From an optimization exercise on the open Yosys and OpenROAD flow, aimed at small area, a short achievable clock period and few clock cycles; shortcuts taken in it are not production practice.
The RTL was checked by simulation tests, not by an equivalence proof against the original design.
Power figures rest on the tool's default switching activity, not on a simulated workload.

build 85:
Design ledger_cvt, start of the top module:
module ledger_cvt (
    input  wire         clk,
    input  wire         rst,
    input  wire         in_valid,
    output wire         in_ready,
    input  wire [127:0] in_word,
    input  wire [9:0]   in_eref,
    input  wire [1:0]   in_fmt,      
    input  wire [1:0]   in_mode,     
    input  wire         in_flush,    
    output reg          out_valid,
    output reg  [31:0]  out_bits,
    output reg          out_range
);
Settings: LEC_CHECK=0, CAP_MARGIN=20, CORE_MARGIN=2, CORE_UTILIZATION=50, PLACE_DENSITY=0.7, SLEW_MARGIN=20; clock period 35.0 ns.
standard.sh (not shown) runs the stock make flow with config.mk's settings and CLKGATE_MAP_FILE= SYNTH_SCRIPT=/design/flow/synth_recipe.tcl, a recipe that flattens the netlist after the stock synthesis.
==> flow/flow/run.sh <==
#!/bin/bash
# The standard layout (standard.sh) with four changes:
#  - synthesis maps the logic with an area-oriented ABC script (flow/synth.tcl);
#  - ports are buffered with buf_1 instead of the default buffer cell;
#  - clock tree synthesis adds no dummy loads;
#  - timing repair aims at an 8.3 ns period (setup margin 26.7 ns on the 35 ns
#    clock).  The constraints themselves are unchanged.
set -euo pipefail
export MY_WORK_DIR=$(pwd)
export MY_FLOW_DIR=$(pwd)/flow
bash standard.sh "SYNTH_SCRIPT=$MY_FLOW_DIR/synth.tcl" \
  "BUFFER_PORTS_ARGS=-buffer_cell sky130_fd_sc_hd__buf_1" \
  "CTS_ARGS=-sink_clustering_enable -repair_clock_nets -dont_use_dummy_load" \
  "SETUP_SLACK_MARGIN=26.7" finish > flow_make.log 2>&1
==> flow/flow/area.abc <==
strash; dc2; dch -f; amap
==> flow/flow/synth.tcl <==
# synth_recipe.tcl (the standard synthesis) with one change: ABC maps the
# logic with flow/area.abc, an area-oriented script (amap; the layout flow
# buffers and sizes), instead of ORFS's script.  Registers are mapped before ABC
# runs, so their cells and names are the standard synthesis's.
proc abc {args} {
  set i [lsearch -exact $args -script]
  if {$i >= 0} { lset args [expr {$i + 1}] $::env(MY_FLOW_DIR)/area.abc }
  yosys abc {*}$args
}
source $::env(MY_WORK_DIR)/synth_recipe.tcl
Testbench counts of build 85, summed over its fixed seeds: cycles 16,024.
Setup changes, build 85 to build 26
# build 85
export LEC_CHECK = 0
export CAP_MARGIN = 20
export CORE_MARGIN = 2
export CORE_UTILIZATION = 50
export PLACE_DENSITY = 0.7
export SLEW_MARGIN = 20
create_clock -name core_clock -period 35.0 [get_ports {clk}]
# build 26
export LEC_CHECK = 0
export CAP_MARGIN = 20
export CORE_MARGIN = 2
export CORE_UTILIZATION = 58
export PLACE_DENSITY = 0.75
export SLEW_MARGIN = 20
create_clock -name core_clock -period 35.0 [get_ports {clk}]
==> comparison <==
Build 26 reports its critical-path cell with the highest stage delay as sky130_fd_sc_hd__ha_4 while build 85 reports sky130_fd_sc_hd__nor2b_4.
Register share of the cell area across build 85 and build 26: no real change.
Required time of the critical path, build 85 and build 26: smaller value in build 85
Compared to build 85, build 26 has total wire length after detailed routing 1200 um lower.
On part of the total power dissipated in the clock network, build 26 tracks build 85 almost exactly.
Build 85 → build 26: core utilization of the finished layout moved up, worst setup timing slack at the placement stage moved down.
Here is what was changed in the inputs of build 76 compared with build 26.
# build 26
export LEC_CHECK = 0
export CAP_MARGIN = 20
export CORE_MARGIN = 2
export CORE_UTILIZATION = 58
export PLACE_DENSITY = 0.75
export SLEW_MARGIN = 20
create_clock -name core_clock -period 35.0 [get_ports {clk}]
# build 76
export LEC_CHECK = 0
export CAP_MARGIN = 20
export CORE_MARGIN = 2
export CORE_UTILIZATION = 50
export PLACE_DENSITY = 0.7
export SLEW_MARGIN = 20
create_clock -name core_clock -period 35.0 [get_ports {clk}]
--- a/flow/flow/run.sh
+++ b/flow/flow/run.sh
@@ -4,5 +4,5 @@
 #  - ports are buffered with buf_1 instead of the default buffer cell;
 #  - clock tree synthesis adds no dummy loads;
-#  - timing repair aims at an 8.3 ns period (setup margin 26.7 ns on the 35 ns
+#  - timing repair aims at an 8.45 ns period (setup margin 26.55 ns on the 35 ns
 #    clock).  The constraints themselves are unchanged.
 set -euo pipefail
@@ -12,3 +12,3 @@
   "BUFFER_PORTS_ARGS=-buffer_cell sky130_fd_sc_hd__buf_1" \
   "CTS_ARGS=-sink_clustering_enable -repair_clock_nets -dont_use_dummy_load" \
-  "SETUP_SLACK_MARGIN=26.7" finish > flow_make.log 2>&1
+  "SETUP_SLACK_MARGIN=26.55" finish > flow_make.log 2>&1
[summary]
- In the final design statistics, build 76 uses more standard cells in total than build 26.
- Part of the total power dissipated in the clock network delta for build 76 relative to build 26: 0.2 points lower
- From build 76 to build 26, count of cells along the worst hold path did not move at all.
- Sort build 26 and build 76 by die area desc -> top: build 76
- In build 76 relative to build 26, power had gone up slightly.
- The run with more routed wire is build 76, not build 26.
- Per the comparison of build 76 with build 26, hold slack ~0 delta, all-layer global routing usage down 4.5 points, critical path depth grew by 1, final core utilization went down, logic gate share of total power rose 0.6 points.

[separate check: timing with driven ports]
Ports are ideal in the flow. The routed layouts listed here were re-timed in OpenROAD.
Step 1, drivers: a clkbuf_16 drives clk and a buf_2 each remaining input, both assumed.
Step 2 also shifts input and output timing later by t, the mid clock arrival at the registers, as if the neighbouring blocks saw the same clock.
Three values: ideal, step 1, step 2; two values: the first two.
run	t (ns)	setup WS [ns]	hold WS [ns]	worst setup path at the end	cell pins on the clock port's net
build 85	0.558	26.849 / 26.878 / 26.319	0.325 / 0.325 / 0.325	input to register	1
build 26	0.556	26.846 / 26.872 / 26.316	0.326 / 0.326 / 0.326	input to register	1
build 76	0.558	26.736 / 26.759 / 26.201	0.325 / 0.325 / 0.325	input to register	1
After both steps every run listed still meets setup and hold. The setup slack of build 76, which loses most, moves by +0.023 ns with the drivers and by -0.535 ns with both steps.
